Source: an optimization exercise on an open RTL-to-GDS flow (aim: small area and a short achievable clock period). Production flows keep margins and buffers that such runs may drop. The RTL was checked by simulation tests, not by an equivalence proof against the original design. No activity file was given, so power comes from the tool's default toggle rates.

==> flow/design.v <==
module janus_decode (
    input  wire [29:0] coded,
    output wire [29:0] q,        
    output wire        rem_zero  
);
    wire [29:0] c = coded;
    wire [29:0] nc = ~c;
    wire s1 = nc[23] ^ c[21];
    wire k2 = nc[23] & c[21];
    wire s3 = nc[24] ^ c[22] ^ nc[20];
    wire k4 = (nc[24] & c[22]) | (nc[24] & nc[20]) | (c[22] & nc[20]);
    wire s5 = nc[25] ^ c[23] ^ nc[21];
    wire k6 = (nc[25] & c[23]) | (nc[25] & nc[21]) | (c[23] & nc[21]);
    wire s7 = nc[26] ^ c[24] ^ nc[22];
    wire k8 = (nc[26] & c[24]) | (nc[26] & nc[22]) | (c[24] & nc[22]);
    wire s9 = nc[27] ^ c[25] ^ nc[23];
    wire k10 = (nc[27] & c[25]) | (nc[27] & nc[23]) | (c[25] & nc[23]);
    wire s11 = nc[28] ^ c[26] ^ nc[24];
    wire k12 = (nc[28] & c[26]) | (nc[28] & nc[24]) | (c[26] & nc[24]);
    wire s13 = nc[29] ^ c[27] ^ nc[25];
    wire k14 = (nc[29] & c[27]) | (nc[29] & nc[25]) | (c[27] & nc[25]);
    wire s15 = c[21] ^ nc[18];
    wire k16 = c[21] & nc[18];
    wire s17 = nc[13] ^ c[11];
    wire k18 = nc[13] & c[11];
    wire s19 = nc[14] ^ c[12];
    wire k20 = nc[14] & c[12];
    wire s21 = nc[15] ^ c[13];
    wire k22 = nc[15] & c[13];
    wire s23 = nc[16] ^ c[14] ^ nc[12];
    wire k24 = (nc[16] & c[14]) | (nc[16] & nc[12]) | (c[14] & nc[12]);
    wire s25 = c[8] ^ nc[5];
    wire k26 = c[8] & nc[5];
    wire s27 = nc[17] ^ c[15] ^ nc[13];
    wire k28 = (nc[17] & c[15]) | (nc[17] & nc[13]) | (c[15] & nc[13]);
    wire s29 = c[9] ^ nc[6];
    wire k30 = c[9] & nc[6];
    wire s31 = nc[18] ^ c[16] ^ nc[14];
    wire k32 = (nc[18] & c[16]) | (nc[18] & nc[14]) | (c[16] & nc[14]);
    wire s33 = c[10] ^ nc[7] ^ nc[5];
    wire k34 = (c[10] & nc[7]) | (c[10] & nc[5]) | (nc[7] & nc[5]);
    wire s35 = nc[2] ^ nc[0];
    wire k36 = nc[2] & nc[0];
    wire s37 = nc[19] ^ c[17] ^ nc[15];
    wire k38 = (nc[19] & c[17]) | (nc[19] & nc[15]) | (c[17] & nc[15]);
    wire s39 = c[11] ^ nc[8] ^ nc[6];
    wire k40 = (c[11] & nc[8]) | (c[11] & nc[6]) | (nc[8] & nc[6]);
    wire s41 = nc[3] ^ nc[1];
    wire k42 = nc[3] & nc[1];
    wire s43 = nc[20] ^ c[18] ^ nc[16];
    wire k44 = (nc[20] & c[18]) | (nc[20] & nc[16]) | (c[18] & nc[16]);
    wire s45 = c[12] ^ nc[9] ^ nc[7];
    wire k46 = (c[12] & nc[9]) | (c[12] & nc[7]) | (nc[9] & nc[7]);
    wire s47 = nc[4] ^ nc[2] ^ c[0];
    wire k48 = (nc[4] & nc[2]) | (nc[4] & c[0]) | (nc[2] & c[0]);
    wire s49 = nc[21] ^ c[19] ^ nc[17];
    wire k50 = (nc[21] & c[19]) | (nc[21] & nc[17]) | (c[19] & nc[17]);
    wire s51 = c[13] ^ nc[10] ^ nc[8];
    wire k52 = (c[13] & nc[10]) | (c[13] & nc[8]) | (nc[10] & nc[8]);
    wire s53 = nc[5] ^ nc[3] ^ c[1];
    wire k54 = (nc[5] & nc[3]) | (nc[5] & c[1]) | (nc[3] & c[1]);
    wire s55 = nc[22] ^ c[20] ^ nc[18];
    wire k56 = (nc[22] & c[20]) | (nc[22] & nc[18]) | (c[20] & nc[18]);
    wire s57 = c[14] ^ nc[11] ^ nc[9];
    wire k58 = (c[14] & nc[11]) | (c[14] & nc[9]) | (nc[11] & nc[9]);
    wire s59 = nc[6] ^ nc[4] ^ c[2];
    wire k60 = (nc[6] & nc[4]) | (nc[6] & c[2]) | (nc[4] & c[2]);
    wire s61 = nc[19] ^ c[15] ^ nc[12];
    wire k62 = (nc[19] & c[15]) | (nc[19] & nc[12]) | (c[15] & nc[12]);
    wire s63 = nc[10] ^ nc[7] ^ nc[5];
    wire k64 = (nc[10] & nc[7]) | (nc[10] & nc[5]) | (nc[7] & nc[5]);
    wire s65 = c[3] ^ c[0] ^ s1;
    wire k66 = (c[3] & c[0]) | (c[3] & s1) | (c[0] & s1);
    wire s67 = c[16] ^ nc[13] ^ nc[11];
    wire k68 = (c[16] & nc[13]) | (c[16] & nc[11]) | (nc[13] & nc[11]);
    wire s69 = nc[8] ^ nc[6] ^ c[4];
    wire k70 = (nc[8] & nc[6]) | (nc[8] & c[4]) | (nc[6] & c[4]);
    wire s71 = c[1] ^ k2 ^ s3;
    wire k72 = (c[1] & k2) | (c[1] & s3) | (k2 & s3);
    wire s73 = c[17] ^ nc[14] ^ nc[12];
    wire k74 = (c[17] & nc[14]) | (c[17] & nc[12]) | (nc[14] & nc[12]);
    wire s75 = nc[9] ^ nc[7] ^ c[5];
    wire k76 = (nc[9] & nc[7]) | (nc[9] & c[5]) | (nc[7] & c[5]);
    wire s77 = c[2] ^ k4 ^ s5;
    wire k78 = (c[2] & k4) | (c[2] & s5) | (k4 & s5);
    wire s79 = c[18] ^ nc[15] ^ nc[13];
    wire k80 = (c[18] & nc[15]) | (c[18] & nc[13]) | (nc[15] & nc[13]);
    wire s81 = nc[10] ^ nc[8] ^ c[6];
    wire k82 = (nc[10] & nc[8]) | (nc[10] & c[6]) | (nc[8] & c[6]);
    wire s83 = c[3] ^ k6 ^ s7;
    wire k84 = (c[3] & k6) | (c[3] & s7) | (k6 & s7);
    wire s85 = c[19] ^ nc[16] ^ nc[14];
    wire k86 = (c[19] & nc[16]) | (c[19] & nc[14]) | (nc[16] & nc[14]);
    wire s87 = nc[11] ^ nc[9] ^ c[7];
    wire k88 = (nc[11] & nc[9]) | (nc[11] & c[7]) | (nc[9] & c[7]);
    wire s89 = c[4] ^ k8 ^ s9;
    wire k90 = (c[4] & k8) | (c[4] & s9) | (k8 & s9);
    wire s91 = c[20] ^ nc[17] ^ nc[15];
    wire k92 = (c[20] & nc[17]) | (c[20] & nc[15]) | (nc[17] & nc[15]);
    wire s93 = nc[12] ^ nc[10] ^ c[8];
    wire k94 = (nc[12] & nc[10]) | (nc[12] & c[8]) | (nc[10] & c[8]);
    wire s95 = c[5] ^ k10 ^ s11;
    wire k96 = (c[5] & k10) | (c[5] & s11) | (k10 & s11);
    wire s97 = nc[16] ^ nc[13] ^ nc[11];
    wire k98 = (nc[16] & nc[13]) | (nc[16] & nc[11]) | (nc[13] & nc[11]);
    wire s99 = c[9] ^ c[6] ^ c[0];
    wire k100 = (c[9] & c[6]) | (c[9] & c[0]) | (c[6] & c[0]);
    wire s101 = k12 ^ s13 ^ s15;
    wire k102 = (k12 & s13) | (k12 & s15) | (s13 & s15);
    wire s103 = nc[11] ^ c[9] ^ nc[7];
    wire k104 = (nc[11] & c[9]) | (nc[11] & nc[7]) | (c[9] & nc[7]);
    wire s105 = nc[12] ^ c[10] ^ nc[8];
    wire k106 = (nc[12] & c[10]) | (nc[12] & nc[8]) | (c[10] & nc[8]);
    wire s107 = nc[9] ^ c[5] ^ nc[2];
    wire k108 = (nc[9] & c[5]) | (nc[9] & nc[2]) | (c[5] & nc[2]);
    wire s109 = nc[0] ^ 1'b1;
    wire k110 = nc[0] & 1'b1;
    wire s111 = nc[10] ^ c[6] ^ nc[3];
    wire k112 = (nc[10] & c[6]) | (nc[10] & nc[3]) | (c[6] & nc[3]);
    wire s113 = nc[1] ^ k18 ^ s19;
    wire k114 = (nc[1] & k18) | (nc[1] & s19) | (k18 & s19);
    wire s115 = nc[11] ^ c[7] ^ nc[4];
    wire k116 = (nc[11] & c[7]) | (nc[11] & nc[4]) | (c[7] & nc[4]);
    wire s117 = nc[2] ^ k20 ^ s21;
    wire k118 = (nc[2] & k20) | (nc[2] & s21) | (k20 & s21);
    wire s119 = nc[3] ^ nc[0] ^ 1'b1;
    wire k120 = (nc[3] & nc[0]) | (nc[3] & 1'b1) | (nc[0] & 1'b1);
    wire s121 = k22 ^ s23 ^ s25;
    wire k122 = (k22 & s23) | (k22 & s25) | (s23 & s25);
    wire s123 = nc[4] ^ nc[1] ^ k24;
    wire k124 = (nc[4] & nc[1]) | (nc[4] & k24) | (nc[1] & k24);
    wire s125 = k26 ^ s27 ^ s29;
    wire k126 = (k26 & s27) | (k26 & s29) | (s27 & s29);
    wire s127 = 1'b1 ^ k28 ^ k30;
    wire k128 = (1'b1 & k28) | (1'b1 & k30) | (k28 & k30);
    wire s129 = s31 ^ s33 ^ s35;
    wire k130 = (s31 & s33) | (s31 & s35) | (s33 & s35);
    wire s131 = k32 ^ k34 ^ k36;
    wire k132 = (k32 & k34) | (k32 & k36) | (k34 & k36);
    wire s133 = s37 ^ s39 ^ s41;
    wire k134 = (s37 & s39) | (s37 & s41) | (s39 & s41);
    wire s135 = k38 ^ k40 ^ k42;
    wire k136 = (k38 & k40) | (k38 & k42) | (k40 & k42);
    wire s137 = s43 ^ s45 ^ s47;
    wire k138 = (s43 & s45) | (s43 & s47) | (s45 & s47);
    wire s139 = k44 ^ k46 ^ k48;
    wire k140 = (k44 & k46) | (k44 & k48) | (k46 & k48);
    wire s141 = s49 ^ s51 ^ s53;
    wire k142 = (s49 & s51) | (s49 & s53) | (s51 & s53);
    wire s143 = k50 ^ k52 ^ k54;
    wire k144 = (k50 & k52) | (k50 & k54) | (k52 & k54);
    wire s145 = s55 ^ s57 ^ s59;
    wire k146 = (s55 & s57) | (s55 & s59) | (s57 & s59);
    wire s147 = k56 ^ k58 ^ k60;
    wire k148 = (k56 & k58) | (k56 & k60) | (k58 & k60);
    wire s149 = s61 ^ s63 ^ s65;
    wire k150 = (s61 & s63) | (s61 & s65) | (s63 & s65);
    wire s151 = k62 ^ k64 ^ k66;
    wire k152 = (k62 & k64) | (k62 & k66) | (k64 & k66);
    wire s153 = s67 ^ s69 ^ s71;
    wire k154 = (s67 & s69) | (s67 & s71) | (s69 & s71);
    wire s155 = k68 ^ k70 ^ k72;
    wire k156 = (k68 & k70) | (k68 & k72) | (k70 & k72);
    wire s157 = s73 ^ s75 ^ s77;
    wire k158 = (s73 & s75) | (s73 & s77) | (s75 & s77);
    wire s159 = k74 ^ k76 ^ k78;
    wire k160 = (k74 & k76) | (k74 & k78) | (k76 & k78);
    wire s161 = s79 ^ s81 ^ s83;
    wire k162 = (s79 & s81) | (s79 & s83) | (s81 & s83);
    wire s163 = k80 ^ k82 ^ k84;
    wire k164 = (k80 & k82) | (k80 & k84) | (k82 & k84);
    wire s165 = s85 ^ s87 ^ s89;
    wire k166 = (s85 & s87) | (s85 & s89) | (s87 & s89);
    wire s167 = k86 ^ k88 ^ k90;
    wire k168 = (k86 & k88) | (k86 & k90) | (k88 & k90);
    wire s169 = s91 ^ s93 ^ s95;
    wire k170 = (s91 & s93) | (s91 & s95) | (s93 & s95);
    wire s171 = k92 ^ k94 ^ k96;
    wire k172 = (k92 & k94) | (k92 & k96) | (k94 & k96);
    wire s173 = s97 ^ s99 ^ s101;
    wire k174 = (s97 & s99) | (s97 & s101) | (s99 & s101);
    wire s175 = nc[4] ^ c[2];
    wire k176 = nc[4] & c[2];
    wire s177 = nc[5] ^ c[3];
    wire k178 = nc[5] & c[3];
    wire s179 = nc[6] ^ c[4];
    wire k180 = nc[6] & c[4];
    wire s181 = nc[7] ^ c[5];
    wire k182 = nc[7] & c[5];
    wire s183 = nc[8] ^ c[6] ^ nc[4];
    wire k184 = (nc[8] & c[6]) | (nc[8] & nc[4]) | (c[6] & nc[4]);
    wire s185 = nc[9] ^ c[7] ^ nc[5];
    wire k186 = (nc[9] & c[7]) | (nc[9] & nc[5]) | (c[7] & nc[5]);
    wire s187 = nc[10] ^ c[8] ^ nc[6];
    wire k188 = (nc[10] & c[8]) | (nc[10] & nc[6]) | (c[8] & nc[6]);
    wire s189 = c[3] ^ nc[0] ^ 1'b1;
    wire k190 = (c[3] & nc[0]) | (c[3] & 1'b1) | (nc[0] & 1'b1);
    wire s191 = c[4] ^ nc[1] ^ k104;
    wire k192 = (c[4] & nc[1]) | (c[4] & k104) | (nc[1] & k104);
    wire s193 = s17 ^ k106 ^ s107;
    wire k194 = (s17 & k106) | (s17 & s107) | (k106 & s107);
    wire s195 = k108 ^ k110 ^ s111;
    wire k196 = (k108 & k110) | (k108 & s111) | (k110 & s111);
    wire s197 = k112 ^ k114 ^ s115;
    wire k198 = (k112 & k114) | (k112 & s115) | (k114 & s115);
    wire s199 = k116 ^ k118 ^ s119;
    wire k200 = (k116 & k118) | (k116 & s119) | (k118 & s119);
    wire s201 = k120 ^ k122 ^ s123;
    wire k202 = (k120 & k122) | (k120 & s123) | (k122 & s123);
    wire s203 = k124 ^ k126 ^ s127;
    wire k204 = (k124 & k126) | (k124 & s127) | (k126 & s127);
    wire s205 = k128 ^ k130 ^ s131;
    wire k206 = (k128 & k130) | (k128 & s131) | (k130 & s131);
    wire s207 = k132 ^ k134 ^ s135;
    wire k208 = (k132 & k134) | (k132 & s135) | (k134 & s135);
    wire s209 = k136 ^ k138 ^ s139;
    wire k210 = (k136 & k138) | (k136 & s139) | (k138 & s139);
    wire s211 = k140 ^ k142 ^ s143;
    wire k212 = (k140 & k142) | (k140 & s143) | (k142 & s143);
    wire s213 = k144 ^ k146 ^ s147;
    wire k214 = (k144 & k146) | (k144 & s147) | (k146 & s147);
    wire s215 = k148 ^ k150 ^ s151;
    wire k216 = (k148 & k150) | (k148 & s151) | (k150 & s151);
    wire s217 = k152 ^ k154 ^ s155;
    wire k218 = (k152 & k154) | (k152 & s155) | (k154 & s155);
    wire s219 = k156 ^ k158 ^ s159;
    wire k220 = (k156 & k158) | (k156 & s159) | (k158 & s159);
    wire s221 = k160 ^ k162 ^ s163;
    wire k222 = (k160 & k162) | (k160 & s163) | (k162 & s163);
    wire s223 = k164 ^ k166 ^ s167;
    wire k224 = (k164 & k166) | (k164 & s167) | (k166 & s167);
    wire s225 = k168 ^ k170 ^ s171;
    wire k226 = (k168 & k170) | (k168 & s171) | (k170 & s171);
    wire s227 = nc[0] ^ 1'b1;
    wire k228 = nc[0] & 1'b1;
    wire s229 = nc[1] ^ k176 ^ s177;
    wire k230 = (nc[1] & k176) | (nc[1] & s177) | (k176 & s177);
    wire s231 = nc[2] ^ k178 ^ s179;
    wire k232 = (nc[2] & k178) | (nc[2] & s179) | (k178 & s179);
    wire s233 = nc[3] ^ k180 ^ s181;
    wire k234 = (nc[3] & k180) | (nc[3] & s181) | (k180 & s181);
    wire s235 = c[0] ^ k182 ^ s183;
    wire k236 = (c[0] & k182) | (c[0] & s183) | (k182 & s183);
    wire s237 = c[1] ^ k184 ^ s185;
    wire k238 = (c[1] & k184) | (c[1] & s185) | (k184 & s185);
    wire s239 = c[2] ^ k186 ^ s187;
    wire k240 = (c[2] & k186) | (c[2] & s187) | (k186 & s187);
    wire s241 = s103 ^ k188 ^ s189;
    wire k242 = (s103 & k188) | (s103 & s189) | (k188 & s189);
    wire s243 = s105 ^ k190 ^ s191;
    wire k244 = (s105 & k190) | (s105 & s191) | (k190 & s191);
    wire s245 = s109 ^ k192 ^ s193;
    wire k246 = (s109 & k192) | (s109 & s193) | (k192 & s193);
    wire s247 = s113 ^ k194 ^ s195;
    wire k248 = (s113 & k194) | (s113 & s195) | (k194 & s195);
    wire s249 = s117 ^ k196 ^ s197;
    wire k250 = (s117 & k196) | (s117 & s197) | (k196 & s197);
    wire s251 = s121 ^ k198 ^ s199;
    wire k252 = (s121 & k198) | (s121 & s199) | (k198 & s199);
    wire s253 = s125 ^ k200 ^ s201;
    wire k254 = (s125 & k200) | (s125 & s201) | (k200 & s201);
    wire s255 = s129 ^ k202 ^ s203;
    wire k256 = (s129 & k202) | (s129 & s203) | (k202 & s203);
    wire s257 = s133 ^ k204 ^ s205;
    wire k258 = (s133 & k204) | (s133 & s205) | (k204 & s205);
    wire s259 = s137 ^ k206 ^ s207;
    wire k260 = (s137 & k206) | (s137 & s207) | (k206 & s207);
    wire s261 = s141 ^ k208 ^ s209;
    wire k262 = (s141 & k208) | (s141 & s209) | (k208 & s209);
    wire s263 = s145 ^ k210 ^ s211;
    wire k264 = (s145 & k210) | (s145 & s211) | (k210 & s211);
    wire s265 = s149 ^ k212 ^ s213;
    wire k266 = (s149 & k212) | (s149 & s213) | (k212 & s213);
    wire s267 = s153 ^ k214 ^ s215;
    wire k268 = (s153 & k214) | (s153 & s215) | (k214 & s215);
    wire s269 = s157 ^ k216 ^ s217;
    wire k270 = (s157 & k216) | (s157 & s217) | (k216 & s217);
    wire s271 = s161 ^ k218 ^ s219;
    wire k272 = (s161 & k218) | (s161 & s219) | (k218 & s219);
    wire s273 = s165 ^ k220 ^ s221;
    wire k274 = (s165 & k220) | (s165 & s221) | (k220 & s221);
    wire s275 = s169 ^ k222 ^ s223;
    wire k276 = (s169 & k222) | (s169 & s223) | (k222 & s223);
    wire s277 = s173 ^ k224 ^ s225;
    wire k278 = (s173 & k224) | (s173 & s225) | (k224 & s225);
    wire [29:0] r0 = {k276, k274, k272, k270, k268, k266, k264, k262, k260, k258, k256, k254, k252, k250, k248, k246, k244, k242, k240, k238, k236, k234, k232, k230, k228, s175, nc[3], nc[2], nc[1], nc[0]};
    wire [29:0] r1 = {s277, s275, s273, s271, s269, s267, s265, s263, s261, s259, s257, s255, s253, s251, s249, s247, s245, s243, s241, s239, s237, s235, s233, s231, s229, s227, c[1], c[0], 1'b0, 1'b1};
    assign q = r0 + r1;
    wire signed [29:0] qs = q;
    assign rem_zero = (qs <= 30'sd9099506) && (qs >= -30'sd9099506);
endmodule
module janus_rail (
    input  wire [29:0] q,
    input  wire [23:0] plain,
    input  wire        par,
    output wire        parity_ok,
    output wire        value_ok     
);
    assign parity_ok = ~^{par, plain};
    assign value_ok  = (q == {{6{plain[23]}}, plain});
endmodule
module janus_cmp (
    input  wire        clk,
    input  wire        rst,
    input  wire        in_valid,
    input  wire        in_first,
    input  wire        in_last,
    input  wire [3:0]  in_axis,
    input  wire [29:0] in_coded,
    input  wire [23:0] in_plain_a,
    input  wire        in_par_a,
    input  wire [23:0] in_plain_b,
    input  wire        in_par_b,
    input  wire [5:0]  in_flags_plain,
    input  wire [5:0]  in_flags_coded,
    input  wire        cap_first,
    input  wire        clr_cnt,
    input  wire        clr_cap,
    output wire        v_valid,
    output wire [3:0]  v_axis,
    output wire        v_match,
    output wire [1:0]  v_rails,
    output wire [1:0]  v_cause,
    output wire [5:0]  v_word,
    output wire        v_plain_ok,
    output wire        v_coded_ok,
    output wire [23:0] v_plain,
    output wire [29:0] v_coded,
    input  wire [3:0]  rd_addr,
    output reg  [31:0] rd_data
);
    localparam [1:0] C_VALUE = 2'd0, C_REMAINDER = 2'd1, C_FLAG = 2'd2, C_PARITY = 2'd3;
    wire [29:0] q;
    wire        rem_zero;
    wire        pok_a, pok_b, vok_a, vok_b;
    janus_decode dec (.coded(in_coded), .q(q), .rem_zero(rem_zero));
    janus_rail rail_a (.q(q), .plain(in_plain_a), .par(in_par_a), .parity_ok(pok_a), .value_ok(vok_a));
    janus_rail rail_b (.q(q), .plain(in_plain_b), .par(in_par_b), .parity_ok(pok_b), .value_ok(vok_b));
    wire       fail_a  = ~pok_a | ~vok_a;
    wire       fail_b  = ~pok_b | ~vok_b;
    wire [1:0] cause_a = ~pok_a ? C_PARITY : ~rem_zero ? C_REMAINDER : C_VALUE;
    wire [1:0] cause_b = ~pok_b ? C_PARITY : ~rem_zero ? C_REMAINDER : C_VALUE;
    reg        s_afound, s_bfound, s_pbad, s_cbad;
    reg [5:0]  s_idx;
    reg [3:0]  s_axis;
    reg [1:0]  r_cause;       
    reg [5:0]  r_word;
    reg [23:0] r_plain;
    reg [29:0] r_coded;
    reg [23:0] w0_plain;      
    reg [29:0] w0_coded;
    reg [5:0]  s_fp, s_fc;    
    reg        s_done;
    wire       p_afound = ~in_first & s_afound;
    wire       p_bfound = ~in_first & s_bfound;
    wire [5:0] p_idx    = in_first ? 6'd0 : s_idx;
    wire take_a = ~p_afound & fail_a;
    wire take_b = ~p_afound & ~p_bfound & ~fail_a & fail_b;
    always @(posedge clk) begin
        s_fp <= in_flags_plain;
        s_fc <= in_flags_coded;
        if (in_valid) begin
            s_afound <= p_afound | fail_a;
            s_bfound <= p_bfound | fail_b;
            s_pbad   <= (~in_first & s_pbad) | ~pok_a | ~pok_b;
            s_cbad   <= (~in_first & s_cbad) | ~rem_zero;
            s_idx    <= p_idx + 6'd1;
            if (in_first) begin
                s_axis   <= in_axis;
                w0_plain <= in_plain_a;
                w0_coded <= in_coded;
            end
            if (take_a | take_b) begin
                r_cause <= take_a ? cause_a : cause_b;
                r_word  <= p_idx;
                r_plain <= take_a ? in_plain_a : in_plain_b;
                r_coded <= in_coded;
            end
        end
    end
    always @(posedge clk) begin
        if (rst)
            s_done <= 1'b0;
        else
            s_done <= in_valid & in_last;
    end
    wire flag_mis = (s_fp != s_fc);
    wire a_mis    = s_afound | flag_mis;
    wire b_mis    = s_bfound | flag_mis;
    wire use_w0   = ~s_afound & flag_mis;                   
    wire use_rec  = s_afound | (~flag_mis & s_bfound);
    assign v_valid    = s_done;
    assign v_axis     = s_axis;
    assign v_rails    = {b_mis, a_mis};
    assign v_match    = ~a_mis & ~b_mis;
    assign v_cause    = use_w0 ? C_FLAG : use_rec ? r_cause : 2'd0;
    assign v_word     = use_rec ? r_word : 6'd0;
    assign v_plain    = use_w0 ? w0_plain : use_rec ? r_plain : 24'd0;
    assign v_coded    = use_w0 ? w0_coded : use_rec ? r_coded : 30'd0;
    assign v_plain_ok = ~s_pbad;
    assign v_coded_ok = ~s_cbad;
    reg [15:0] cnt_mis;
    reg [7:0]  cnt_rail;
    reg [15:0] cnt_par;
    reg [15:0] axcnt [0:15];
    reg        cap_armed;
    reg [1:0]  cap_cause;
    reg [1:0]  cap_rails;
    reg [3:0]  cap_axis;
    reg [5:0]  cap_word;
    reg [23:0] cap_plain;
    reg [29:0] cap_coded;
    reg [5:0]  cap_fp, cap_fc;
    wire mis_now  = s_done & ~v_match;
    wire rail_now = s_done & (a_mis ^ b_mis);
    wire par_now  = mis_now & (v_cause == C_PARITY);
    wire cap_now  = mis_now & (~cap_first | cap_armed | clr_cap);
    function [15:0] bump16(input [15:0] c, input clr, input inc);
        reg [15:0] b;
        begin
            b = clr ? 16'd0 : c;
            bump16 = (inc && b != 16'hFFFF) ? b + 16'd1 : b;
        end
    endfunction
    function [7:0] bump8(input [7:0] c, input clr, input inc);
        reg [7:0] b;
        begin
            b = clr ? 8'd0 : c;
            bump8 = (inc && b != 8'hFF) ? b + 8'd1 : b;
        end
    endfunction
    wire [15:0] ax_cur = axcnt[s_axis];
    wire [15:0] ax_nxt = (&ax_cur) ? ax_cur : ax_cur + 16'd1;
    integer k;
    always @(posedge clk) begin
        if (rst) begin
            cnt_mis  <= 16'd0;
            cnt_rail <= 8'd0;
            cnt_par  <= 16'd0;
        end else begin
            cnt_mis  <= bump16(cnt_mis, clr_cnt, mis_now);
            cnt_rail <= bump8(cnt_rail, clr_cnt, rail_now);
            cnt_par  <= bump16(cnt_par, clr_cnt, par_now);
        end
        for (k = 0; k < 16; k = k + 1) begin
            if (rst | clr_cnt)
                axcnt[k] <= {15'd0, ~rst & mis_now & (s_axis == k[3:0])};
            else if (mis_now && s_axis == k[3:0])
                axcnt[k] <= ax_nxt;
        end
    end
    always @(posedge clk) begin
        if (rst) begin
            cap_armed <= 1'b1;
            cap_cause <= 2'd0;
            cap_rails <= 2'd0;
            cap_axis  <= 4'd0;
            cap_word  <= 6'd0;
            cap_plain <= 24'd0;
            cap_coded <= 30'd0;
            cap_fp    <= 6'd0;
            cap_fc    <= 6'd0;
        end else if (cap_now) begin
            cap_armed <= 1'b0;
            cap_cause <= v_cause;
            cap_rails <= v_rails;
            cap_axis  <= v_axis;
            cap_word  <= v_word;
            cap_plain <= v_plain;
            cap_coded <= v_coded;
            cap_fp    <= s_fp;
            cap_fc    <= s_fc;
        end else if (clr_cap) begin
            cap_armed <= 1'b1;
            cap_cause <= 2'd0;
            cap_rails <= 2'd0;
            cap_axis  <= 4'd0;
            cap_word  <= 6'd0;
            cap_plain <= 24'd0;
            cap_coded <= 30'd0;
            cap_fp    <= 6'd0;
            cap_fc    <= 6'd0;
        end
    end
    wire [15:0] rs = 16'd1 << rd_addr;
    integer r;
    always @(*) begin
        rd_data = ({32{rs[0]}} & {cnt_mis, 16'd0})
                | ({32{rs[1]}} & {16'd0, cnt_rail, 8'd0})
                | ({32{rs[2]}} & {cnt_par, 16'd0})
                | ({32{rs[3]}} & {cap_cause, cap_rails, 5'd0, cap_axis, 13'd0, cap_word})
                | ({32{rs[4]}} & {8'd0, cap_plain})
                | ({32{rs[5]}} & {2'd0, cap_coded})
                | ({32{rs[6]}} & {18'd0, cap_fc, 2'd0, cap_fp})
                | ({32{rs[7]}} & {31'd0, cap_armed});
        for (r = 0; r < 8; r = r + 1)
            rd_data = rd_data | ({32{rs[8 + r]}} & {axcnt[2 * r + 1], axcnt[2 * r]});
    end
endmodule
==> flow/flow/run.sh <==
#!/bin/bash
# Own layout flow:
#  1. the standard synthesis (standard.sh synth), unchanged;
#  2. the combinational logic between the standard synthesis's flip-flops is
#     mapped again by abc: the cone of rd_data (input to output, the path with
#     the least time) for delay, the rest for area. Flip-flops, their names and
#     cell types, and the full-adder cells, are kept as they are;
#  3. the standard layout of that netlist, with small port buffers and a
#     setup margin so that repair_timing sizes the paths that set the period.
# Each tool writes its full log to a file of its own here.
set -euo pipefail
R=orfs/results/${FLOW_PLATFORM}/janus_cmp/base
LIB=$FLOW_HOME/platforms/${FLOW_PLATFORM}/lib/sky130_fd_sc_hd__tt_025C_1v80.lib

bash standard.sh synth > synth.log 2>&1

cp $R/1_2_yosys.v std_synth.v
SEQ=$(grep -o "sky130_fd_sc_hd__[a-z0-9_]*" std_synth.v | sort -u | grep -E "__(df|edf|sdf|sedf|dl|sdl)" | tr '\n' ' ')
RULE=$(for s in $SEQ; do printf ":-%s" $s; done)
# full adders of the standard synthesis are kept as they are too
FA=$(grep -o "sky130_fd_sc_hd__fa_[0-9]*" std_synth.v | sort -u | tr '\n' ' ')
DU="-dont_use sky130_fd_sc_hd__probe_p_8 -dont_use sky130_fd_sc_hd__probec_p_8 -dont_use sky130_fd_sc_hd__lpflow_*"
cat > remap.ys <<EOT
read_liberty -ignore_miss_func $LIB
read_verilog std_synth.v
hierarchy -top $FLOW_TOP
blackbox $SEQ $FA
flatten
opt -purge
select -set rd o:rd_data %ci*$RULE
abc -liberty $LIB $DU -dont_use sky130_fd_sc_hd__a222oi_1 -dont_use sky130_fd_sc_hd__a2111oi_0 -D 400 @rd
select -clear
abc -liberty $LIB $DU -script flow/area.abc
opt_clean -purge
splitnets
opt_clean -purge
hilomap -singleton -hicell sky130_fd_sc_hd__conb_1 HI -locell sky130_fd_sc_hd__conb_1 LO
tee -o remap_stat.txt stat -liberty $LIB
write_verilog -noattr -noexpr -nohex -nodec remapped.v
EOT
yosys -s remap.ys > remap.log 2>&1
cp remapped.v $R/1_2_yosys.v
rm -f $R/1_synth.odb $R/1_synth.sdc

bash standard.sh BUFFER_PORTS_ARGS="-buffer_cell sky130_fd_sc_hd__buf_2" SETUP_SLACK_MARGIN=18.0 finish > layout.log 2>&1
==> flow/flow/area.abc <==
strash
ifraig
scorr
dc2
strash
dch -f
amap -F 2 -A 8
strash
dch -f
amap -F 2 -A 8
topo
==> flow/standard.sh <==
#!/bin/bash
# synth_recipe.tcl (not shown) runs the flow's synth.tcl, then flattens the netlist and writes it again
# the make line also repeats each setting of config.mk as NAME=value (left out here)
make -C /OpenROAD-flow-scripts/flow DESIGN_CONFIG=/design/flow/config.mk WORK_HOME=/design/flow/orfs CLKGATE_MAP_FILE= SYNTH_SCRIPT=/design/flow/synth_recipe.tcl "${@:-finish}"
==> flow/config.mk <==
export PLATFORM = sky130hd
export DESIGN_NAME = janus_cmp
export DESIGN_NICKNAME = janus_cmp
export VERILOG_FILES = /design/flow/design.v
export SDC_FILE = /design/flow/constraint.sdc
export NUM_CORES = 4
export LEC_CHECK = 0
export CAP_MARGIN = 20
export CORE_MARGIN = 2
export CORE_UTILIZATION = 45
export CTS_CLUSTER_DIAMETER = 80
export CTS_CLUSTER_SIZE = 20
export SLEW_MARGIN = 20
==> flow/constraint.sdc <==
create_clock -name core_clock -period 33.0 [get_ports {clk}]
set_input_delay 6.6000 -clock core_clock [delete_from_list [all_inputs] [get_ports {clk}]]
set_output_delay 6.6000 -clock core_clock [all_outputs]
set_load 0.01 [all_outputs]
==> impl_metrics.ini, run 1 <==
[cells_and_area]
layout.nets = 3598
n_antenna_cell = 0
multi_input_area_mm2 = 0.01347
regArea_mm2 = 0.01187
fill_cells = 5701
area_growth_pct = 14.57
drive_gt1_share_pct = 10.69

[pwr]
ir_worst_vdd_uv = 94.20
power.density_mw_per_mm2 = 58.87
p_int_w = 0.001098
switchingPower_w = 0.0007384
swShare_pct = 40.20
power.leakage_nw = 10.53
p_comb_share_pct = 37.3
seqPwrFrac_pct = 37.1
pwr-share-clk_pct = 25.6

[hold_path]
hold-path-cell-count = 1
hold_end = cnt_par[9]
hp-class = register to register
holdCritStartpoint = cnt_par[9]

[floorplanning]
die_width_um = 250.0
core-area_mm2 = 0.06013
rows = 90
dieArea_mm2 = 0.06250
initial_core_util_pct = 45.29
die_h_um = 250.0
io_pins = 212

[worst_setup_path]
critPathCaptureType = output pin
rr_worst_depth = 26
crit_arrival_ns = 8.44
setup.worst_path.start_class = primary input
path_cells = buf_6, nor4bb_4, buf_6, a22oi_2, nand3_1, or3_1, buf_2
path_class = primary input to output pin
r2r-end = axcnt[9][11]
rr_startpoint = s_axis[3]
cp.required_ns = 26.40
path_buf_inv = 3
critPathMaxStageDelay_ns = 0.50
ff2ff_setup_slack_ns = 24.12
cp_max_fo = 30
critical_path.top_delay_family = simple AND/OR/NAND/NOR gates
critPathSlowestCell = or3_1
crit_top_cell = buf_6

[sta]
rsz0062_at_grt = true
finalCriticalPeriod_ns = 15.04
finalHoldViolations = 0
fmax_ghz = 0.06650
finalWorstSetupSlack_ns = 17.96
worst_slew_pin_slew_ns = 1.231
slew_viol_final = 0
setup_viol = 0
period_share_pct = 45.57
fin_skew_ns = 0.02898
relSlewSlack_pct = 17.07
fin_tns_setup_ns = 0

[clock_tree]
postCtsHoldBufs = 0
cts_tree = yes
clk_latency_ns = 0.60
cts_buffer_depth = 3
h-tree-depth = 2
path_clk_slew_ns = 0.08
cts_made_buffers = 36
cts_sinks = 520
clockRootBuffer = clkbuf_16

[yosys]
yosysWarningCount = 2
syn_area_mm2 = 0.02723
synth_cells = 3068
syn_avg_cell_area_um2 = 8.876
synth_nets = 3289

[detailed_routing]
vias = 27880
dr.first_iter.drc_count = 3534
route.detailed.drc = 0
routed_wl_mm = 135.1
avgRoutedWirePerCell_um = 32.34
firstDrtPassIters = 9
vias_per_cell = 6.674
drtAntennaViolNets = 0

[global_route]
grt_pass1_wl_mm = 190.6
grt_util_all_layers_pct = 42.36
grt_pass1_vias = 27140
grt_max_degree = 81
antenna_found_initial = 3
grt_overflow = 0

[outcome]
status = complete, no violations

[place]
io_buffers = 211
globalplace.congestion = 1.060
pre_cts_ws_ns = 17.56
hpwl_mm = 98.71

[run]
cap_violations = 0
[stage by stage]
step	util, %	cells	hold slack, ns	instance area (um2)	power [W]
2_1_floorplan	-	3068	0.4319	27330	0.001126
3_3_place_gp	49.79	4118	0.4526	29940	0.001352
3_5_place_dp	49.81	4119	0.4593	29950	0.001360
4_1_cts	51.77	4176	0.4738	31130	0.001817
5_1_grt	51.89	4178	0.4943	31200	0.001918
6_report	51.89	4178	0.4832	31200	0.001837
[area by class of cell]
cell class                 count  area share [%]
clock buffer                  47           3.156
sequential                   520           38.05
inverter                     582           7.014
timing repair buffer         270           5.037
clock inverter                10          0.4090
multi-input combinational   1966           43.17
timing repair inverter         1         0.02406
tap                          782           3.136
[flip-flops by register name, indices dropped and copies added (netlist names), 24 cells and up]
register   cells
r_coded       30
w0_plain      24
cap_coded     30
r_plain       24
cap_plain     24
axcnt        256
w0_coded      30
[worst max path at each step]
| stage | from | to | cells after the start |
|---|---|---|---|
| 6_report | rd_addr[0] | rd_data[20] | 7 |
| 5_1_grt | in_coded[6] | r_cause[0] | 33 |
| 4_1_cts | rd_addr[1] | rd_data[30] | 7 |
| 3_5_place_dp | rd_addr[2] | rd_data[17] | 6 |
| 3_3_place_gp | rd_addr[0] | rd_data[17] | 6 |
| 2_1_floorplan | rd_addr[1] | rd_data[5] | 4 |
[power by group through the flow]
stage / Clock [W] / Combinational (W) / Sequential, W
floorplan: 0 / 0.000432 / 0.000694
global placement: 0 / 0.000656 / 0.000696
detailed placement: 0 / 0.000663 / 0.000697
CTS: 0.000466 / 0.000668 / 0.000682
global route: 0.000490 / 0.000745 / 0.000683
finish: 0.000470 / 0.000685 / 0.000682
[per-layer routing]
metal	up-vias	GRT usage, %	part of all wire, %
met5	-	0	0.0067
met4	2	31.15	9.2
met3	584	9.533	11
met2	1961	67.04	45
met1	13400	50.76	36
li1	11940	-	-
[placed cells by master, fill, tap and decap left out, types with 52 or more instances in the layout]
cell / n
o22ai_1: 359
o21ai_0: 112
buf_2: 206
a22o_1: 97
nand2_1: 129
fa_1: 113
nor3_1: 52
a22oi_1: 189
edfxtp_1: 146
clkinv_1: 581
nor2_1: 358
a21oi_1: 129
dfxtp_1: 374
[repair_timing]
action	CTS	global route
pin swaps	0	1
gates cloned	0	1
gates resized for setup	17	8
buffers inserted	0	0
endpoints found under the setup margin	32	37
==> inputs of run 2 (changes only) <==
--- a/flow/flow/run.sh
+++ b/flow/flow/run.sh
@@ -44,2 +44,2 @@
 
-bash standard.sh BUFFER_PORTS_ARGS="-buffer_cell sky130_fd_sc_hd__buf_2" SETUP_SLACK_MARGIN=18.0 finish > layout.log 2>&1
+bash standard.sh BUFFER_PORTS_ARGS="-buffer_cell sky130_fd_sc_hd__buf_1" SETUP_SLACK_MARGIN=17.6 finish > layout.log 2>&1
--- a/flow/config.mk
+++ b/flow/config.mk
@@ -10,4 +10,4 @@
 export CORE_UTILIZATION = 45
-export CTS_CLUSTER_DIAMETER = 80
-export CTS_CLUSTER_SIZE = 20
+export CTS_CLUSTER_DIAMETER = 90
+export CTS_CLUSTER_SIZE = 24
 export SLEW_MARGIN = 20
==> impl_metrics.ini, run 2 <==
[outcome]
status = complete, no violations

[pwr]
seqPwrFrac_pct = 38.6
ir_worst_vdd_uv = 92.51
power.density_mw_per_mm2 = 57.57
pwr-share-clk_pct = 23.1
p_comb_share_pct = 38.3
p_int_w = 0.001049
swShare_pct = 40.65
power.leakage_nw = 9.827
switchingPower_w = 0.0007188

[hold_path]
hp-class = register to register

[sta]
fin_skew_ns = 0.04682
fin_tns_setup_ns = 0
period_share_pct = 46.68
finalHoldViolations = 0
finalCriticalPeriod_ns = 15.40
worst_slew_pin_slew_ns = 1.228
fmax_ghz = 0.06492
setup_viol = 0
rsz0062_at_grt = false
relSlewSlack_pct = 18.15
slew_viol_final = 0

[detailed_routing]
route.detailed.drc = 0
avgRoutedWirePerCell_um = 32.10
dr.first_iter.drc_count = 3707
firstDrtPassIters = 6
routed_wl_mm = 134.2
drtAntennaViolNets = 0
vias_per_cell = 6.709
vias = 28040

[global_route]
grt_util_all_layers_pct = 41.96
grt_pass1_vias = 26910
grt_max_degree = 82
top_usage_layer = met2
antenna_found_initial = 12
use_met1_pct = 52.27
use_met2_pct = 64.87
grt_overflow = 0
grt_pass1_wl_mm = 190.3
gr-usage-met3_pct = 10.15

[floorplanning]
io_pins = 212
die_h_um = 250.0
die_width_um = 250.0
dieArea_mm2 = 0.06250
rows = 90
core-area_mm2 = 0.06013
initial_core_util_pct = 45.29

[place]
io_buffers = 211
placed_cell_area_mm2 = 0.02975
hpwl_mm = 97.62
dp_cells = 4126
globalplace.congestion = 1.043

[clock_tree]
clockRootBuffer = clkbuf_16
clk_latency_ns = 0.65
h-tree-depth = 1
cts_made_buffers = 29
cts_sinks = 520
cts_buffer_depth = 3
path_clk_slew_ns = 0.09
postCtsHoldBufs = 0
cts_tree = yes
post_cts_buffers = 0

[worst_setup_path]
path_cells = clkdlybuf4s15_2, and4b_1, buf_4, a22oi_1, and4_1, nand3_1, buf_1
crit_arrival_ns = 8.80
critPathMaxStageDelay_ns = 0.58
critical_path.top_delay_family = buffers and inverters
critPathSlowestCell = buf_4
cp_max_fo = 32
path_buf_inv = 3
cp.required_ns = 26.40
path_class = primary input to output pin
ff2ff_setup_slack_ns = 24.86
setup.worst_path.start_class = primary input
critPathCaptureType = output pin

[cells_and_area]
layout.nets = 3597
fill_cells = 5782
area_growth_pct = 12.80
final_common_cell = clkinv_1
drive_gt1_share_pct = 4.450
finalNonFillerCells = 4180
mostFrequentLayoutCells = clkinv_1, dfxtp_1, o22ai_1
final_util_pct = 51.08
largest_reg_flops = 256
top_register = axcnt
final_cell_area_mm2 = 0.03072

[yosys]
yosysWarningCount = 2
syn_area_mm2 = 0.02723
synth_cells = 3068
synth_nets = 3289
syn_avg_cell_area_um2 = 8.876

[run]
cap_violations = 0
## run 2: timing repair
action / 4_1_cts / 5_1_grt
cloned: 0 / 0
resized for setup: 9 / 8
setup endpoints to repair: 32 / 19
## run 2: metal layers
| metal | up-vias | part of all wire [%] |
|---|---|---|
| met5 | - | 0.062 |
| met4 | 14 | 8.2 |
| met3 | 548 | 12 |
| met2 | 1958 | 44 |
| met1 | 13580 | 36 |
| li1 | 11940 | - |
## run 2: final timing paths
kind                    to  startpoint  cells past startpoint
min reg2reg     cnt_par[9]  cnt_par[9]                      1
min             cnt_par[9]  cnt_par[9]                      1
max            rd_data[16]  rd_addr[2]                      7
max reg2reg  axcnt[13][11]   s_axis[1]                     27
## run 2: power groups by stage
| stage | combinational (W) | sequential, W | clock, W |
|---|---|---|---|
| 6_report | 0.000676 | 0.000683 | 0.000409 |
| 5_1_grt | 0.000739 | 0.000684 | 0.000431 |
| 4_1_cts | 0.000662 | 0.000682 | 0.000408 |
| 3_5_place_dp | 0.000657 | 0.000697 | 0 |
| 3_3_place_gp | 0.000653 | 0.000697 | 0 |
| 2_1_floorplan | 0.000431 | 0.000694 | 0 |
## run 2: layout make-up
class | count | area [um2] | share of cell area, %
diodes | 5 | 12.51 | 0.04073
clock buffers | 38 | 769.5 | 2.505
clock inverters | 10 | 120.1 | 0.3910
inverters | 582 | 2188 | 7.124
multi-input cells | 1966 | 13430 | 43.73
flip-flops and latches | 520 | 11870 | 38.65
well taps | 782 | 978.4 | 3.185
repair buffers | 277 | 1345 | 4.379
## run 2: stage by stage
step                setup WS [ns]  power, W  hold WS (ns)
floorplan                   17.62  0.001125        0.4319
global placement            17.30  0.001350        0.4452
detailed placement          17.19  0.001354        0.4539
CTS                         17.58  0.001753        0.4669
global route                17.60  0.001854        0.4936
finish                      17.60  0.001768        0.4652
==> inputs of run 3 (changes only) <==
--- a/flow/flow/run.sh
+++ b/flow/flow/run.sh
@@ -44,2 +44,2 @@
 
-bash standard.sh BUFFER_PORTS_ARGS="-buffer_cell sky130_fd_sc_hd__buf_1" SETUP_SLACK_MARGIN=17.6 finish > layout.log 2>&1
+bash standard.sh BUFFER_PORTS_ARGS="-buffer_cell sky130_fd_sc_hd__buf_1" SETUP_SLACK_MARGIN=18.0 finish > layout.log 2>&1
==> impl_metrics.ini, run 3 <==
[detailed_routing]
routed_wl_mm = 134.2
avgRoutedWirePerCell_um = 32.01
drtAntennaViolNets = 0
dr.first_iter.drc_count = 3393
wl_met3_mm = 14.62
route.met2.wl_mm = 60.65
drt-met1-wl_mm = 48.34
vias_per_cell = 6.651
highest_layer = met4
firstDrtPassIters = 6
vias = 27880
route.detailed.drc = 0

[pwr]
power.leakage_nw = 9.896
p_total_w = 0.001803
power.density_mw_per_mm2 = 58.35
ir_worst_vdd_uv = 94.28

[worst_setup_path]
cp-startpoint = rd_addr[2]
ff2ff_setup_slack_ns = 24.48
crit_path_end = rd_data[16]
setup.worst_path.start_class = primary input
cp.required_ns = 26.40
cp_max_fo = 31
path_class = primary input to output pin
rr_worst_depth = 26
critPathCaptureType = output pin
rr_startpoint = s_axis[3]
r2r-end = axcnt[5][11]
crit_arrival_ns = 8.41

[hold_path]
hp-class = register to register

[sta]
relSlewSlack_pct = 16.88
finalCriticalPeriod_ns = 15.01
period_share_pct = 45.49
fmax_ghz = 0.06661
setup_viol = 0
fin_tns_setup_ns = 0
hold_ws_ns = 0.4866
fin_skew_ns = 0.03493
slew_viol_final = 0
worst_slew_pin_slew_ns = 1.243
rsz0062_at_grt = true
finalWorstSetupSlack_ns = 17.99
finalHoldViolations = 0

[global_route]
antenna_found_initial = 2
grt_util_all_layers_pct = 41.80
grt_max_degree = 81
grt_overflow = 0
grt_pass1_wl_mm = 189.1
grt_pass1_vias = 26690

[yosys]
yosysWarningCount = 2
synth_nets = 3289
synth_cells = 3068
syn_avg_cell_area_um2 = 8.876
syn_area_mm2 = 0.02723

[cells_and_area]
mostFrequentLayoutCells = clkinv_1, dfxtp_1, o22ai_1
top_register = axcnt
multi_input_area_mm2 = 0.01346
area_growth_pct = 13.47
fill_cells = 5772
drive_gt1_share_pct = 4.849
regArea_mm2 = 0.01187
final_util_pct = 51.39
largest_reg_flops = 256
final_common_cell = clkinv_1
layout.nets = 3604

[clock_tree]
postCtsHoldBufs = 0
cts_sinks = 520
cts_buffer_depth = 3
cts_tree = yes
clk_latency_ns = 0.64
path_clk_slew_ns = 0.10
h-tree-depth = 1
cts_made_buffers = 30
clockRootBuffer = clkbuf_16

[run]
cap_violations = 0

[floorplanning]
io_pins = 212
initial_core_util_pct = 45.29
rows = 90
core-area_mm2 = 0.06013
dieArea_mm2 = 0.06250
die_h_um = 250.0
die_width_um = 250.0

[place]
hpwl_mm = 97.65
pre_cts_ws_ns = 17.01
globalplace.congestion = 1.100
io_buffers = 211

[outcome]
status = complete, no violations
==> run 3: metrics by stage <==
step | area [um2] | instances
2_1_floorplan | 27330 | 3068
3_3_place_gp | 29750 | 4128
3_5_place_dp | 29750 | 4128
4_1_cts | 30800 | 4180
5_1_grt | 30880 | 4185
6_report | 30900 | 4191
==> run 3: what timing repair did <==
item                                   in CTS  in global routing
buffers inserted                            0                  2
pin swaps                                   0                  1
gates resized for setup                    37                  9
endpoints found under the hold margin       0                  0
setup endpoints to repair                  35                 42
==> run 3: layout make-up <==
cell class	count	share of cell area (%)
timing repair buffer	283	4.596
antenna	6	0.04859
multi-input combinational	1966	43.55
clock inverter	12	0.5143
clock buffer	40	2.620
tap	782	3.167
inverter	582	7.086
sequential	520	38.42
==> run 3: power by group <==
part	internal [W]	switching, W
Sequential	0.000673	0.00000912
Clock	0.000183	0.000247
Combinational	0.000207	0.000484
Total	0.00106	0.000740
==> run 3: routing by layer <==
layer  vias to the layer above  GRT usage, %
met1                     13520         50.63
met5                         -             0
met3                       507         10.11
li1                      11960             -
met4                         0         27.32
met2                      1885         66.54
==> run 3: worst min-delay path by stage <==
stage / from / endpoint / slack, ns / depth (start not counted)
floorplan: cnt_par[9] / cnt_par[9] / 0.43 / 1
global placement: cnt_par[9] / cnt_par[9] / 0.45 / 1
detailed placement: cnt_par[9] / cnt_par[9] / 0.46 / 1
CTS: cnt_par[9] / cnt_par[9] / 0.48 / 1
global route: axcnt[15][6] / axcnt[15][6] / 0.50 / 2
finish: axcnt[8][8] / axcnt[8][8] / 0.49 / 2
==> run 3: worst max-delay path, stage by stage <==
cell	delay [ns]
buf_4	0.25
and4_4	0.71
a22oi_1	0.16
and4_1	0.25
nand3_1	0.20
buf_1	0.18
==> inputs of run 4 (changes only) <==
--- a/flow/config.mk
+++ b/flow/config.mk
@@ -9,3 +9,3 @@
 export CORE_MARGIN = 2
-export CORE_UTILIZATION = 45
+export CORE_UTILIZATION = 50
 export CTS_CLUSTER_DIAMETER = 90
==> impl_metrics.ini, run 4 <==
[detailed_routing]
routed_wl_mm = 130.4
route.detailed.drc = 0
avgRoutedWirePerCell_um = 31.87
vias = 28190
drtAntennaViolNets = 0
vias_per_cell = 6.890
firstDrtPassIters = 9
dr.first_iter.drc_count = 3971

[place]
hpwl_mm = 95.29
dp_cells = 4041
globalplace.congestion = 1.046
placed_cell_area_mm2 = 0.02965
io_buffers = 211

[cells_and_area]
mostFrequentLayoutCells = clkinv_1, dfxtp_1, o22ai_1
largest_reg_flops = 256
area_growth_pct = 12.50
final_cell_area_mm2 = 0.03064
top_register = axcnt
drive_gt1_share_pct = 4.685
finalNonFillerCells = 4091
layout.nets = 3601
final_common_cell = clkinv_1
fill_cells = 4957

[clock_tree]
h-tree-depth = 1
clk_latency_ns = 0.64
cts_tree = yes
cts_made_buffers = 27
clockRootBuffer = clkbuf_16
cts_sinks = 520
postCtsHoldBufs = 0
cts_buffer_depth = 3
path_clk_slew_ns = 0.10

[global_route]
antenna_found_initial = 5
grt_pass1_wl_mm = 184.9
grt_overflow = 0
grt_max_degree = 81
grt_util_all_layers_pct = 45.37
grt_pass1_vias = 27090

[yosys]
syn_area_mm2 = 0.02723
syn_avg_cell_area_um2 = 8.876
synth_nets = 3289
synth_cells = 3068
yosysWarningCount = 2

[floorplanning]
die_h_um = 237.4
initial_core_util_pct = 50.60
rows = 85
core-area_mm2 = 0.05381
io_pins = 212
die_width_um = 237.4
dieArea_mm2 = 0.05634

[worst_setup_path]
crit_arrival_ns = 8.40
critPathCaptureType = output pin
rr_worst_depth = 27
cp_max_fo = 31
r2r-end = axcnt[1][11]
setup.worst_path.start_class = primary input
path_class = primary input to output pin
rr_startpoint = s_axis[0]
cp.required_ns = 26.40
ff2ff_setup_slack_ns = 24.63

[sta]
setup_viol = 0
relSlewSlack_pct = 16.51
fin_tns_setup_ns = 0
finalCriticalPeriod_ns = 15.00
slew_viol_final = 0
fin_skew_ns = 0.05373
worst_slew_pin_slew_ns = 1.251
fmax_ghz = 0.06665
hold_ws_ns = 0.4812
period_share_pct = 45.46
finalHoldViolations = 0
rsz0062_at_grt = true

[hold_path]
hp-class = register to register
hold-path-cell-count = 2
holdCritStartpoint = axcnt[1][14]
hold_end = axcnt[1][14]

[pwr]
power.density_mw_per_mm2 = 57.21
p_total_w = 0.001753
power.leakage_nw = 9.838
ir_worst_vdd_uv = 121.9

[run]
cap_violations = 0

[outcome]
status = complete, no violations
[run 4: area by class of cell]
class | count | area (um2) | share of cell area [%]
well taps | 696 | 870.8 | 2.843
flip-flops and latches | 520 | 11870 | 38.75
diodes | 1 | 2.502 | 0.008168
repair buffers | 282 | 1420 | 4.635
inverters | 582 | 2196 | 7.168
repair inverters | 1 | 7.507 | 0.02450
clock inverters | 7 | 66.31 | 0.2165
clock buffers | 36 | 719.4 | 2.348
multi-input cells | 1966 | 13480 | 44.01
[run 4: layer usage]
layer	routed length [um]	vias up	GRT usage, %
met2	57850	2265	71.78
met1	44010	13360	53.81
li1	-	11920	-
met3	16410	634	12.07
met5	52	-	0
met4	12080	8	32.09
[run 4: worst max-delay path: stages]
cell     delay (ns)
buf_4          0.27
and4b_1        0.27
buf_6          0.26
a22oi_1        0.44
nand3_1        0.13
a211o_1        0.27
buf_1          0.14
[run 4: worst max-delay path by stage]
stage | startpoint | endpoint | slack (ns) | cells after the start
after floorplan | rd_addr[1] | rd_data[5] | 18.12 | 4
after global placement | rd_addr[2] | rd_data[29] | 17.14 | 7
after detailed placement | rd_addr[2] | rd_data[4] | 17.00 | 7
after CTS | rd_addr[2] | rd_data[12] | 18.02 | 7
after global routing | in_coded[12] | r_cause[0] | 17.99 | 32
final | rd_addr[2] | rd_data[3] | 18.00 | 7
[run 4: power by group]
part	switching [W]	internal (W)	total, W
logic	0.000481	0.000206	0.000687
registers	0.00000932	0.000673	0.000683
clock network	0.000226	0.000157	0.000383
[run 4: through the flow]
step | setup WS (ns) | utilization, %
finish | 18.00 | 56.93
global placement | 17.14 | 55.06
global route | 17.99 | 56.92
detailed placement | 17.00 | 55.09
floorplan | 18.12 | -
CTS | 18.02 | 56.72
[run 4: timing repair]
item	CTS	global route
setup buffers	2	2
pin swaps	1	1
gates cloned	0	1
gates resized for setup	34	14
endpoints found under the setup margin	36	95
==> inputs of run 5 (changes only) <==
--- a/flow/flow/run.sh
+++ b/flow/flow/run.sh
@@ -6,3 +6,3 @@
 #     the least time) for delay, the rest for area. Flip-flops, their names and
-#     cell types, and the full-adder cells, are kept as they are;
+#     cell types are kept as they are;
 #  3. the standard layout of that netlist, with small port buffers and a
@@ -19,4 +19,2 @@
 RULE=$(for s in $SEQ; do printf ":-%s" $s; done)
-# full adders of the standard synthesis are kept as they are too
-FA=$(grep -o "sky130_fd_sc_hd__fa_[0-9]*" std_synth.v | sort -u | tr '\n' ' ')
 DU="-dont_use sky130_fd_sc_hd__probe_p_8 -dont_use sky130_fd_sc_hd__probec_p_8 -dont_use sky130_fd_sc_hd__lpflow_*"
@@ -26,3 +24,3 @@
 hierarchy -top $FLOW_TOP
-blackbox $SEQ $FA
+blackbox $SEQ
 flatten
--- a/flow/config.mk
+++ b/flow/config.mk
@@ -9,3 +9,3 @@
 export CORE_MARGIN = 2
-export CORE_UTILIZATION = 50
+export CORE_UTILIZATION = 45
 export CTS_CLUSTER_DIAMETER = 90
==> impl_metrics.ini, run 5 <==
[outcome]
status = complete, no violations

[worst_setup_path]
critPathCaptureType = output pin
cp_max_fo = 34
ff2ff_setup_slack_ns = 24.66
path_class = primary input to output pin
path_buf_inv = 3
critPathMaxStageDelay_ns = 0.36
rr_worst_depth = 21
r2r-end = axcnt[8][5]
critical_path.top_delay_family = simple AND/OR/NAND/NOR gates
setup.worst_path.start_class = primary input
crit_arrival_ns = 8.35
critPathSlowestCell = buf_8
cp.required_ns = 26.40
rr_startpoint = s_axis[1]
path_cells = clkbuf_4, nor4b_4, buf_8, a22oi_1, and4_1, nand4_1, buf_1

[hold_path]
holdCritStartpoint = axcnt[9][7]
hold_end = axcnt[9][7]
hold-path-cell-count = 2
hp-class = register to register

[yosys]
synth_nets = 3533
yosysWarningCount = 2
syn_area_mm2 = 0.02717
synth_cells = 3425
syn_avg_cell_area_um2 = 7.933

[sta]
worst_slew_pin_slew_ns = 1.255
fin_tns_setup_ns = 0
fin_skew_ns = 0.04450
hold_ws_ns = 0.4903
relSlewSlack_pct = 16.23
slew_viol_final = 0
period_share_pct = 45.30
finalCriticalPeriod_ns = 14.95
rsz0062_at_grt = false
fmax_ghz = 0.06689
setup_viol = 0
finalHoldViolations = 0

[detailed_routing]
vias_per_cell = 6.624
routed_wl_mm = 132.8
avgRoutedWirePerCell_um = 29.27
vias = 30060
route.detailed.drc = 0
drtAntennaViolNets = 0
firstDrtPassIters = 10
dr.first_iter.drc_count = 3701

[pwr]
ir_worst_vdd_uv = 38.24
power.density_mw_per_mm2 = 48.54
p_total_w = 0.001492
power.leakage_nw = 9.689

[global_route]
grt_pass1_vias = 28500
grt_pass1_wl_mm = 191.8
antenna_found_initial = 2
grt_overflow = 0
grt_max_degree = 81
grt_util_all_layers_pct = 41.32

[floorplanning]
dieArea_mm2 = 0.06236
initial_core_util_pct = 45.27
die_width_um = 249.7
io_pins = 212
die_h_um = 249.7
rows = 90
core-area_mm2 = 0.06002

[clock_tree]
clk_latency_ns = 0.65
h-tree-depth = 1
postCtsHoldBufs = 0
cts_buffer_depth = 3
cts_tree = yes
path_clk_slew_ns = 0.10
clockRootBuffer = clkbuf_16
cts_made_buffers = 28
cts_sinks = 520

[place]
hpwl_mm = 98.27
placed_cell_area_mm2 = 0.02966
globalplace.congestion = 1.075
io_buffers = 211

[run]
cap_violations = 0

[cells_and_area]
top_register = axcnt
drive_gt1_share_pct = 4.156
area_growth_pct = 13.11
final_cell_area_mm2 = 0.03073
mostFrequentLayoutCells = clkinv_1, nor2_1, o22ai_1
largest_reg_flops = 256
layout.nets = 3844
final_util_pct = 51.20
final_common_cell = clkinv_1
==> run 5: cell count changes in the layout (fill, tap and decap cells not counted), moves of 41 or more <==
| cell | delta |
|---|---|
| a21oi_1 | +71 |
| clkinv_1 | -41 |
| fa_1 | -113 |
| nand2_1 | +65 |
| nor2_1 | +180 |
| o21ai_0 | +123 |
| o22ai_1 | +62 |
==> run 5: what timing repair did <==
item	in CTS	in global routing
pin swaps	0	1
resized for setup	29	17
cloned	0	1
buffers inserted	0	5
endpoints found under the setup margin	32	104
==> run 5: layer usage <==
layer / vias to the layer above / part of all wire (%) / global-route usage [%]
li1: 13410 / - / -
met2: 1990 / 43 / 64.64
met1: 14140 / 38 / 51.59
met3: 527 / 11 / 8.229
met5: - / 0 / 0
met4: 0 / 8.3 / 28.11
==> run 5: final cells by class <==
class                           instances  area (um2)
Antenna cell                            2       5.005
Timing Repair inverter                  1       7.507
Tap cell                              782       978.4
Inverter                              540        2034
Multi-Input combinational cell       2365       13520
Fill cell                            5844       29290
Clock inverter                          7       100.1
Sequential cell                       520       11870
Timing Repair Buffer                  280        1411
Clock buffer                           41       800.8
==> run 5: power breakdown <==
group,leakage (nW),switching (W),internal [W],total (W)
Sequential,4.41,0.00000895,0.000672,0.000681
Clock,0.436,0.000235,0.000175,0.000410
Combinational,4.85,0.000293,0.000107,0.000400
==> run 5: how the worst max path moves through the flow <==
stage | startpoint | end | slack, ns | depth (start not counted)
6_report | rd_addr[0] | rd_data[0] | 18.05 | 7
5_1_grt | in_coded[15] | r_cause[0] | 18.00 | 35
4_1_cts | rd_addr[1] | rd_data[0] | 17.97 | 7
3_5_place_dp | rd_addr[1] | rd_data[0] | 17.37 | 7
3_3_place_gp | rd_addr[1] | rd_data[0] | 17.46 | 7
2_1_floorplan | rd_addr[0] | rd_data[28] | 18.04 | 4
==> run 5: worst reg2reg max path, cell delays in order (launching register included) <==
cell	delay, ns
edfxtp_1	0.35
buf_4	0.36
clkinv_1	0.53
nor2_1	1.10
clkinv_1	0.35
nor2_1	0.54
clkinv_1	0.41
o2111ai_1	0.30
a211oi_1	0.12
nor2_1	0.28
nand2_1	0.11
nor2_1	0.18
and3_1	0.27
nand2_1	0.11
nor4b_1	0.74
nand2_1	0.21
nor2_1	0.30
and3_1	0.44
or2_0	0.31
nor3_1	0.14
o21ai_2	0.86
o22ai_1	0.19
==> run 5: per-stage QoR <==
step                      setup slack, ns  cells
after CTS                           17.97   4530
after global routing                18.00   4536
after floorplan                     18.04   3425
final                               18.05   4538
after global placement              17.46   4481
after detailed placement            17.37   4482
==> inputs of run 6 (changes only) <==
--- a/flow/config.mk
+++ b/flow/config.mk
@@ -9,3 +9,3 @@
 export CORE_MARGIN = 2
-export CORE_UTILIZATION = 45
+export CORE_UTILIZATION = 50
 export CTS_CLUSTER_DIAMETER = 90
==> impl_metrics.ini, run 6 <==
[detailed_routing]
route.detailed.drc = 0
drtAntennaViolNets = 0
firstDrtPassIters = 8
routed_wl_mm = 131.0
vias_per_cell = 6.846
avgRoutedWirePerCell_um = 29.40
dr.first_iter.drc_count = 3770
vias = 30490

[worst_setup_path]
cp_max_fo = 32
crit_arrival_ns = 8.44
cp.required_ns = 26.40
path_buf_inv = 3
crit_cells = 7
rr_worst_depth = 26
setup.worst_path.start_class = primary input
critical_path.top_delay_family = buffers and inverters
path_class = primary input to output pin
critPathSlowestCell = nand3_1
critPathCaptureType = output pin
path_cells = buf_4, and4b_1, buf_6, a22o_1, a221oi_1, nand3_1, buf_1
critPathMaxStageDelay_ns = 0.31

[sta]
relSlewSlack_pct = 19.00
rsz0062_at_grt = true
slew_viol_final = 0
finalHoldViolations = 0
fin_tns_setup_ns = 0
period_share_pct = 45.57
worst_slew_pin_slew_ns = 1.214
setup_viol = 0
fmax_ghz = 0.06649
fin_skew_ns = 0.04794
finalCriticalPeriod_ns = 15.04

[floorplanning]
core-area_mm2 = 0.05381
dieArea_mm2 = 0.05622
io_pins = 212
rows = 85
die_width_um = 237.1
initial_core_util_pct = 50.49
die_h_um = 237.1

[clock_tree]
cts_sinks = 520
cts_made_buffers = 29
clockRootBuffer = clkbuf_16
cts_tree = yes
cts_buffer_depth = 3
clk_latency_ns = 0.65
postCtsHoldBufs = 0
h-tree-depth = 1
path_clk_slew_ns = 0.10

[hold_path]
hp-class = register to register
hold-path-cell-count = 2

[pwr]
ir_worst_vdd_uv = 51.46
power.density_mw_per_mm2 = 48.66
power.leakage_nw = 9.707

[global_route]
grt_pass1_vias = 28440
use_met1_pct = 54.07
grt_overflow = 0
top_usage_layer = met2
antenna_found_initial = 6
grt_pass1_wl_mm = 188.4
use_met2_pct = 71.92
gr-usage-met3_pct = 10.39
grt_max_degree = 81
grt_util_all_layers_pct = 45.19

[outcome]
status = complete, no violations

[place]
globalplace.congestion = 1.024
hpwl_mm = 95.06
io_buffers = 211
placed_cell_area_mm2 = 0.02961

[cells_and_area]
final_common_cell = clkinv_1
regArea_mm2 = 0.01187
fill_cells = 5012
area_growth_pct = 12.93
drive_gt1_share_pct = 4.339
multi_input_area_mm2 = 0.01357
mostFrequentLayoutCells = clkinv_1, nor2_1, o22ai_1
layout.nets = 3847
top_register = axcnt
final_cell_area_mm2 = 0.03068
largest_reg_flops = 256

[yosys]
yosysWarningCount = 2
syn_avg_cell_area_um2 = 7.933
synth_cells = 3425
synth_nets = 3533
syn_area_mm2 = 0.02717

[run]
cap_violations = 0
run 6: cell types whose count changed in the layout (fill, tap and decap cells not counted), sizes merged:
cell	change
clkinv	+1
buf	+5
clkdlybuf4s15	-1
inv	+4
clkbuf	-7
clkinvlp	+1
diode	-1
run 6: area by class of cell:
cell class                      instances  share of cell area (%)
Multi-Input combinational cell       2365                   44.22
Sequential cell                       520                   38.69
Inverter                              540                   6.631
Timing Repair Buffer                  281                   4.641
Tap cell                              696                   2.838
Clock buffer                           37                   2.496
Clock inverter                         12                  0.4363
Timing Repair inverter                  2                 0.04078
Antenna cell                            1                0.008156
run 6: metal layers:
metal	part of all wire, %	up-vias
met5	0.031	-
met4	8.8	6
met3	11	619
met2	44	2273
met1	36	14220
li1	-	13370
run 6: worst reg2reg max path, stage by stage, from the launching register on:
cell and delay, ns:
edfxtp_1 0.34, buf_4 0.39, clkinv_1 0.17, buf_4 0.29, nor2_1 0.63, clkinv_1 0.56
nor2_1 0.42, clkinv_1 0.53, nor2_1 0.24, a21oi_1 0.07, nor2_1 0.12, nor3_1 0.12
nor2_1 0.24, nand2_1 0.14, nor2_1 0.17, and3_1 0.30, nand2_1 0.11, nor4b_1 0.79
nand2_1 0.22, nor2_1 0.30, and3_1 0.42, nor2_1 0.12, nand2_1 0.12, nor2_1 0.08
o21ai_1 0.61, buf_4 0.31, o22ai_1 0.10
run 6: power breakdown:
group          total [W]  internal (W)  switching [W]
clock           0.000409      0.000172       0.000237
combinational   0.000404      0.000107       0.000297
sequential      0.000681      0.000672     0.00000830
total            0.00149      0.000951       0.000542
run 6: through the flow:
| stage | instances | util [%] | total power [W] | setup WS, ns | hold slack (ns) |
|---|---|---|---|---|---|
| global route | 4453 | 57.01 | 0.001542 | 17.98 | 0.4999 |
| detailed placement | 4398 | 55.02 | 0.001080 | 17.38 | 0.4674 |
| global placement | 4394 | 54.86 | 0.001074 | 17.44 | 0.4603 |
| finish | 4454 | 57.02 | 0.001493 | 17.96 | 0.4887 |
| floorplan | 3425 | - | 0.0009359 | 18.04 | 0.4344 |
| CTS | 4447 | 56.79 | 0.001475 | 18.00 | 0.4848 |
run 6: worst paths after layout:
path / from / to / slack, ns
hold reg to reg: axcnt[5][10] / axcnt[5][10] / 0.49
setup / recovery: rd_addr[2] / rd_data[10] / 17.96
setup reg to reg: s_axis[1] / axcnt[7][9] / 24.94
hold / removal: axcnt[5][10] / axcnt[5][10] / 0.49
run 6: what timing repair did:
item	CTS	global route
resized for setup	30	22
setup endpoints to repair	32	100
gates cloned	0	2
pin swaps	0	1
setup buffers	0	4

re-timing with driven ports:
The results above use ideal ports. As a check the final layouts listed here were re-extracted and re-timed, cells and wires unchanged.
Step 1, drivers: a clkbuf_16 drives clk and a buf_2 each remaining input, both assumed.
Step 2 also shifts input and output timing later by t, the mid clock arrival at the registers, as if the neighbouring blocks saw the same clock.
Slacks: no drivers / after step 1 / after step 2; pairs: no drivers / after step 1.
run	t (ns)	setup slack, ns	hold slack, ns	latest minus earliest clock arrival (ns)	worst register clock-pin slew, ns
run 1	0.642	17.963 / 17.919 / 17.490	0.483 / 0.483 / 0.483	0.035 / 0.036	0.10 / 0.10
run 2	0.683	17.597 / 17.492 / 17.410	0.465 / 0.465 / 0.465	0.059 / 0.059	0.11 / 0.11
run 3	0.685	17.988 / 17.960 / 17.960	0.487 / 0.487 / 0.487	0.035 / 0.035	0.11 / 0.11
run 4	0.678	17.997 / 17.955 / 17.836	0.481 / 0.481 / 0.481	0.062 / 0.062	0.11 / 0.11
run 5	0.693	18.049 / 18.018 / 17.946	0.490 / 0.490 / 0.490	0.047 / 0.047	0.11 / 0.11
run 6	0.684	17.961 / 17.937 / 17.836	0.489 / 0.489 / 0.489	0.058 / 0.058	0.11 / 0.11
After both steps every run listed still meets setup and hold. For run 1, which loses most, drivers alone change the setup slack by -0.044 ns; drivers and shift together by -0.473 ns.
